What follows belongs to an exercise in optimizing a design on an open flow for small area, a short achievable clock period and few clock cycles; a production flow would make more cautious choices.
The RTL was checked by simulation tests, not by an equivalence proof against the original design.

==> run F <==
==> flow/design.v (excerpt) <==
module lin_engine (
    input  wire         clk,
    input  wire         rst,
    input  wire         start,
    input  wire [23:0]  code,
    input  wire [2:0]   rng,
    input  wire         general,
    input  wire         poly,
    input  wire [3:0]   nx,
    input  wire [1:0]   nt,
    input  wire [31:0]  temp,
    input  wire         temp_old,
    input  wire [767:0] coef,
    input  wire [31:0]  xmin,
    input  wire [31:0]  xmax,
    input  wire [31:0]  tmin,
    input  wire [31:0]  tmax,
    output reg          done,
    output wire [31:0]  y,
    output wire         extrap,
    output wire         nonfin
);
    reg        busy;
    reg [1:0]  t;           
    reg        ph;          
    reg        poly_r;
    reg [2:0]  nxe_r;
    reg [1:0]  nt_r;
    reg [2:0]  ci0, ci1;    
    reg [2:0]  si0, si1;    
    reg [31:0] ma, mb;      
    reg [31:0] pr;          
    reg [31:0] ad;          
    reg [31:0] x_r;
    reg [31:0] r0, r1;      
    reg [31:0] y_r;
    reg        ext_r, tnf_r;
    reg        a_init, a_last, a_final;
    reg [1:0]  a_j;
    wire [2:0] nxe = (nx > 4'd5) ? 3'd5 : nx[2:0];
    reg [31:0] fs;
    always @* begin
        if (!general) begin
            case (rng[1:0])
                2'd0:    fs = 32'h4000_0000;    
                2'd1:    fs = 32'h4080_0000;    
                2'd2:    fs = 32'h4100_0000;    
                default: fs = 32'h4180_0000;    
            endcase
        end else begin
            case (rng)
                3'd0:    fs = 32'h3CCC_CCCD;    
                3'd1:    fs = 32'h3DCC_CCCD;    
                3'd2:    fs = 32'h3F80_0000;    
                3'd3:    fs = 32'h4120_0000;    
                3'd4:    fs = 32'h41C8_0000;    
                3'd6:    fs = 32'h43C8_0000;    
                default: fs = 32'h457A_0000;    
            endcase
        end
    end
    wire        code_neg = code[23];
    wire [23:0] code_mag = code_neg ? (~code + 24'd1) : code;
    reg  [4:0]  code_lz;
    reg  [23:0] code_norm;
    reg  [31:0] code_f;
    integer     k;
    always @* begin
        code_lz = 5'd0;
        for (k = 0; k < 24; k = k + 1)
            if (code_mag[k]) code_lz = 5'd23 - k[4:0];
  ...
export LEC_CHECK = 0
export CAP_MARGIN = 20
export CORE_MARGIN = 2
export CORE_UTILIZATION = 40
export SLEW_MARGIN = 20
create_clock -name core_clock -period 30.0 [get_ports {clk}]
run.sh (not shown) runs the stock make flow with config.mk's settings and CLKGATE_MAP_FILE= SYNTH_SCRIPT=/design/flow/synth_recipe.tcl, a recipe that flattens the netlist after the stock synthesis.
==> inputs of run A, as changes to run F <==
--- a/flow/design.v
+++ b/flow/design.v
@@ -83,12 +83,12 @@
                                               : {pr[31], dmag};
     wire [31:0] mul_y, add_y;
     wire        m_need, stall;
     lin_fmul u_mul (.clk(clk), .rst(rst), .need(m_need), .a(ma), .b(mb),
                     .y(mul_y), .stall(stall));
-    lin_fadd u_add (.a(pr), .b(ad), .y(add_y));
-    wire [31:0] res = a_init ? ad : add_y;
+    lin_fadd u_add (.a(pr), .b(ad), .pass_b(a_init), .y(add_y));
+    wire [31:0] res = add_y;
     function [3:0] prog(input [1:0] n, input ln, input [2:0] c);
         begin
             prog = 4'b0000;
             if (!ln) begin
                 case (n)
@@ -1354,38 +1354,47 @@
     assign p = r0 + r1;
 endmodule
 module lin_fadd (
     input  wire [31:0] a,
     input  wire [31:0] b,
+    input  wire        pass_b,   
     output reg  [31:0] y
 );
     wire [7:0] ea = a[30:23];
     wire [7:0] eb = b[30:23];
     wire a_nan = (ea == 8'hFF) && (a[22:0] != 23'd0);
     wire b_nan = (eb == 8'hFF) && (b[22:0] != 23'd0);
     wire a_inf = (ea == 8'hFF) && (a[22:0] == 23'd0);
     wire b_inf = (eb == 8'hFF) && (b[22:0] == 23'd0);
-    wire [7:0] ea1 = (ea == 8'd0) ? 8'd1 : ea;
-    wire [7:0] eb1 = (eb == 8'd0) ? 8'd1 : eb;
-    wire [7:0] dab = ea1 - eb1;
-    wire [7:0] dba = eb1 - ea1;
-    wire        swap = (a[30:0] < b[30:0]);
-    wire [31:0] x  = swap ? b : a;
-    wire [31:0] z  = swap ? a : b;
+    wire [7:0]  ea1 = (ea == 8'd0) ? 8'd1 : ea;
+    wire [7:0]  eb1 = (eb == 8'd0) ? 8'd1 : eb;
+    wire [23:0] ma  = {ea != 8'd0, a[22:0]};
+    wire [23:0] mb  = {eb != 8'd0, b[22:0]};
+    wire [8:0]  dab = {1'b0, ea1} - {1'b0, eb1};
+    wire [7:0]  dba = eb1 - ea1;
+    wire        sub = a[31] ^ b[31];
+    wire        swap = dab[8];
     wire [7:0]  ex = swap ? eb1 : ea1;
-    wire [7:0]  dd = swap ? dba : dab;
-    wire [23:0] mx = {x[30:23] != 8'd0, x[22:0]};
-    wire [23:0] mz = {z[30:23] != 8'd0, z[22:0]};
-    wire        sub = x[31] ^ z[31];
+    wire [7:0]  dd = swap ? dba : dab[7:0];
+    wire [23:0] mx = swap ? mb : ma;
+    wire [23:0] mz = swap ? ma : mb;
+    wire        sx = swap ? b[31] : a[31];
+    wire        near = sub && (dab == 9'd0);
+    wire [24:0] nab  = {1'b0, ma} - {1'b0, mb};
+    wire [23:0] nba  = mb - ma;
+    wire        nneg = nab[24];
+    wire [23:0] ndif = nneg ? nba : nab[23:0];
     wire [4:0]  d  = (dd > 8'd27) ? 5'd27 : dd[4:0];
     wire [26:0] zf = {mz, 3'b000};
     wire [26:0] zr = zf >> d;
     wire [26:0] dmask = ~(27'h7FF_FFFF << d);
     wire        zst = |(zf & dmask);
     wire [26:0] zs = {zr[26:1], zr[0] | zst};
-    wire [27:0] xw  = {1'b0, mx, 3'b000};
-    wire [27:0] sum = sub ? (xw - {1'b0, zs}) : (xw + {1'b0, zs});
+    wire [27:0] xw   = {1'b0, mx, 3'b000};
+    wire [27:0] fsum = sub ? (xw - {1'b0, zs}) : (xw + {1'b0, zs});
+    wire [27:0] sum  = near ? {1'b0, ndif, 3'b000} : fsum;
+    wire        sgn  = near ? (nneg ? b[31] : a[31]) : sx;
     wire [27:0] lim = (ex > 8'd27) ? 28'd0 : (28'h800_0000 >> ex[4:0]);
     wire [4:0]  lz;
     lin_lzc28 u_lzc (.x(sum | lim), .z(lz));
     wire [27:0] nrm = sum << lz;
     wire [8:0]  e   = nrm[27] ? ({1'b0, ex} + 9'd1 - {4'd0, lz}) : 9'd0;
@@ -1393,22 +1402,24 @@
     wire        g    = nrm[3];
     wire        s    = |nrm[2:0];
     wire        rup  = g & (s | frac[0]);
     wire [31:0] mag  = {e, frac} + {31'd0, rup};
     always @* begin
-        if (a_nan || b_nan || (a_inf && b_inf && (a[31] != b[31])))
+        if (pass_b)
+            y = b;
+        else if (a_nan || b_nan || (a_inf && b_inf && sub))
             y = 32'h7FC0_0000;
         else if (a_inf)
             y = a;
         else if (b_inf)
             y = b;
         else if (sum == 28'd0)
             y = {a[31] & b[31], 31'd0};
         else if (mag[31:23] >= 9'd255)
-            y = {x[31], 8'hFF, 23'd0};
+            y = {sgn, 8'hFF, 23'd0};
         else
-            y = {x[31], mag[30:0]};
+            y = {sgn, mag[30:0]};
     end
 endmodule
 module lin_lzc28 (
     input  wire [27:0] x,
     output wire [4:0]  z
==> qor summary <==
Result of the run: run F complete, no violations; run A complete, no violations
R2R Path End: run F ad[9]; run A y_r[15]
Worst reg2reg setup slack: run F 12.54 ns; run A 12.92 ns
Layout cells sized above 1: run F 5.25%; run A 5.63%
Global placer's final weighted congestion: run F 1.16; run A 1.11
Synth-to-layout area growth: run F 21.3%; run A 20.9%
Aggregate global-route resource usage: run F 44.8%; run A 45.0%
Slowest Stage Delay on Critical Path: run F 0.73 ns; run A 0.95 ns
Amount of wire on met2 after detailed routing: run F 152 mm; run A 159 mm
Hold wc startpoint: run F x_r[20]; run A x_r[3]
Number of non-clock buffers in the layout: run F 1192; run A 1201
Data arrival at the endpoint of the critical path: run F 17.79 ns; run A 17.52 ns
Clk_skew: run F 0.0412 ns; run A 0.0305 ns
Worst Path Required: run F 30.33 ns; run A 30.44 ns
Final critical-path required period: run F 17.46 ns; run A 17.08 ns
Timing endpoint of the critical path: run F ad[9]; run A y_r[15]
Sequential cell area share: run F 13.3%; run A 12.9%
Testbench counts of run F, summed over its fixed seeds: cycles 7,728.
Testbench counts of run A, summed over its fixed seeds: cycles 7,728.

[what the ideal ports hide]
Ports are ideal in the flow. The routed layouts listed here were re-timed in OpenROAD.
Step 1: set_driving_cell puts a clkbuf_16 on clk and a buf_2 on each other input, an assumption about the parent block.
Step 2, shift: input delay + t, output delay - t, t = (earliest + latest rising clock arrival at the registers) / 2. This alone moves slack from input paths to output paths.
Slacks: ideal ports / drivers / drivers and shift; pairs: ideal ports / drivers.
run	shift t [ns]	setup slack, ns	worst data-port slew with drivers (ns)	pins driven straight from the clock port
run F	0.705	12.541 / 12.541 / 12.541	0.40	1
run A	0.688	12.921 / 12.921 / 12.921	0.36	1
After both steps setup and hold are still met in every run listed.
